Source: an optimization exercise on an open RTL-to-GDS flow (aim: small area, a short achievable clock period and few clock cycles per item). Production flows keep margins and buffers that such runs may drop. The RTL was checked by simulation tests, not by an equivalence proof against the original design.

== JK ==
## loop_law
module loop_law (
    input  wire        clk,
    input  wire        rst,
    input  wire        start,
    output wire        ready,
    output reg         done,
    input  wire [31:0] r,
    input  wire [31:0] y,
    input  wire [63:0] ff,
    input  wire        scanner,
    input  wire        reverse,
    input  wire        d_on_error,
    input  wire        preset,
    input  wire [6:0]  gain_table,
    input  wire [31:0] e_norm,
    input  wire [15:0] dfilt,
    input  wire [15:0] aw,
    input  wire [31:0] umin,
    input  wire [31:0] umax,
    input  wire [31:0] imin,
    input  wire [31:0] imax,
    input  wire [31:0] slew,
    input  wire [63:0] i_in,
    input  wire [63:0] yf_in,
    input  wire [32:0] e_prev,
    input  wire [31:0] u_prev,
    output wire        tbl_rd,
    output wire [11:0] tbl_addr,
    input  wire [15:0] tbl_en,
    input  wire [31:0] tbl_kp,
    input  wire [31:0] tbl_ki,
    input  wire [31:0] tbl_kd,
    output reg  [31:0] u_out,
    output wire [63:0] i_out,
    output reg  [63:0] yf_out,
    output wire [32:0] e_out
);
    reg        busy;
    reg [17:1] st;           
    wire       acc = start & ~busy;
    assign ready = ~busy;
    wire c1_ = st[1];
    wire c2_ = st[2];
    wire c3_ = st[3];
    wire c4_ = st[4];
    wire c5_ = st[5];
    wire c6_ = st[6];
    wire c7_ = st[7];
    wire c8_ = st[8];
    wire c9_ = st[9];
    wire c10_ = st[10];
    wire b1 = st[11];
    wire b2 = st[12];
  ...
Size in the first run: roughly 17000 cells after synthesis, roughly 540 flip-flops, ~880 I/O pins, ~130000 sq um of cells after synthesis.
clock: 30.0 ns
lec_check: 0
abc_area: 1
cap_margin: 40
core_margin: 2
core_utilization: 50
slew_margin: 30
standard.sh (not shown) runs the stock make flow with config.mk's settings and CLKGATE_MAP_FILE= SYNTH_SCRIPT=/design/flow/synth_recipe.tcl, a recipe that flattens the netlist after the stock synthesis.
==> flow/flow/run.sh <==
#!/bin/bash
# Layout: the standard flow (standard.sh), unchanged except that the buffer
# it puts on every input and output port is a plain buf_2 cell instead of the
# default delay buffer. The flow's full output goes to standard.log.
set -euo pipefail
cd "$(dirname "${BASH_SOURCE[0]}")/.."
export BUFFER_PORTS_ARGS="-buffer_cell sky130_fd_sc_hd__buf_2"
bash standard.sh finish > standard.log 2>&1
Testbench counts of JK, summed over its fixed seeds: cycles 47,936, items 3,200.
diff inputs: JK => MS
--- a/flow/design.v
+++ b/flow/design.v
@@ -114,50 +114,44 @@
     bk_add #(16) u_fd0 (.a(hi_en),   .b(~lo_en),  .ci(1'b1), .s(d0), .co(d0_c));
     bk_add #(16) u_fnb (.a(q[15:0]), .b(~lo_en),  .ci(1'b1), .s(nb), .co(nb_c));
     bk_add #(16) u_fda (.a(d0),      .b(~db),     .ci(1'b1), .s(da), .co(da_c));
     bk_add #(16) u_fna (.a(nb),      .b(~db),     .ci(1'b1), .s(na), .co(na_c));
     wire [15:0] f_num = kl ? na : nb;
     wire [15:0] f_den = kl ? da : db;
     wire [17:0] f_den3;
     wire        f_den3_c;
     bk_add #(18) u_fden3 (.a({2'b00, f_den}), .b({1'b0, f_den, 1'b0}), .ci(1'b0), .s(f_den3), .co(f_den3_c));
     wire [4:0]  idx_hi = t31 ? 5'd31 : idx + 5'd1;
-    reg  [4:0]  rd_m, rd_v;
+    reg  [4:0]  rd_pt;
     reg         rd;
     always @(*) begin
-        rd   = 1'b1;
-        rd_m = 5'b00000;
-        rd_v = 5'd0;
+        rd    = 1'b0;
+        rd_pt = 5'd0;
         if (!busy) begin
-            rd   = start;
-            rd_v = 5'd16;
-        end else if (c1_) rd_v = 5'd8;
-        else if (c2_) rd_v = 5'd24;
-        else if (c3_) rd_v = 5'd31;
-        else if (c4_) begin
-            rd_m = 5'b11011;
-            rd_v = {k1, k2, 3'b100};
-        end else if (c5_) begin
-            rd_m = 5'b00100;
-            rd_v = {pb[1:0], 3'b010};
-        end else if (c6_) begin
-            rd_m = 5'b00010;
-            rd_v = {pb[2:0], 2'b01};
-        end else if (c7_) begin
-            rd_m = 5'b00001;
-            rd_v = {pb[3:0], 1'b0};
-        end else if (c10_ | b2) rd_v = idx;
-        else if (c8_ | b1 | b3) rd_v = idx_hi;
-        else rd = 1'b0;
+            rd    = start;
+            rd_pt = 5'd16;
+        end else begin
+            rd = 1'b1;
+            if (c1_)       rd_pt = 5'd8;
+            else if (c2_)  rd_pt = 5'd24;
+            else if (c3_)  rd_pt = 5'd31;
+            else if (c4_)  rd_pt = {k1 | ge31_a, k2 | ge31_a, 1'b1, ge31_a, ge31_a};
+            else if (c5_)  rd_pt = {pb[1:0], kl_a, 2'b10};
+            else if (c6_)  rd_pt = {pb[2:0], kl_a, 1'b1};
+            else if (c7_)  rd_pt = {pb[3:0], kl_a};
+            else if (c10_ | b2) rd_pt = idx;
+            else if (c8_ | b1 | b3) rd_pt = idx_hi;
+            else rd = 1'b0;
+        end
     end
     assign tbl_rd   = rd;
-    assign tbl_addr = {gain_table, ({5{kl_a}} & rd_m) | rd_v};
+    assign tbl_addr = {gain_table, rd_pt};
     wire [31:0] k_hi = b4 ? tbl_ki : b2 ? tbl_kp : tbl_kd;
     wire [32:0] dk_next;
     wire        dk_c;
     bk_add #(33) u_dk (.a({k_hi[31], k_hi}), .b(~{klo[31], klo[31:0]}), .ci(1'b1), .s(dk_next), .co(dk_c));
     reg  [31:0] ka;          
     reg  [63:0] acc_r;       
     reg  [63:0] xr;          
     wire        interp = (b1 | b3 | b5) & ~t31;
     reg         doe_r, rev_r;
     wire [63:0] d_sh    = {{16{acc_r[63]}}, acc_r[63:16]};
--- outcome ---
The final reports for MS and JK show worst hold slack higher in the former.
Diff JK -> MS | insertion delay to the later sink of the worst-skew pair | decrease of 0.02 ns
[compare] base=JK new=MS: setup slack after placement up 0.039 ns; non-clock buffer instance count of the final layout up 48.
In the reports for JK and MS, the larger instance count of the mapped netlist belongs to JK.
Between MS and JK, the sequential share of layout area figures differ only marginally.
JK leaves less setup margin than MS.
JK → MS: transition time of the tightest slew-check pin higher; utilization roughly the same.
The cell count was comparable across JK and MS.
Testbench counts of MS, summed over its fixed seeds: cycles 47,936, items 3,200.

==> port drivers added, routing unchanged <==
No port has a modelled driver above. Below, the same layouts with a new extraction and two added sets of constraints. Step 1 sets driving cells, clkbuf_16 on the clock port and buf_2 on the other inputs (assumed; they add their load-dependent delay and slew). Step 2 also shifts input and output timing later by t, the mid clock arrival at the registers, as if the neighbouring blocks saw the same clock. Slacks: ideal / step 1 / step 2; pairs: ideal / step 1.
run | shift t [ns] | setup WS [ns] | clock arrival spread, ns | slew at the worst register clock pin (ns) | worst slew at a driven data input, ns
JK | 0.891 | 14.806 / 14.806 / 14.806 | 0.111 / 0.111 | 0.08 / 0.08 | 0.25
MS | 0.889 | 15.347 / 15.271 / 15.271 | 0.078 / 0.078 | 0.08 / 0.08 | 0.22
After both steps setup and hold are still met in every run listed. For MS, which loses most, drivers alone change the setup slack by -0.076 ns; drivers and shift together by -0.076 ns.
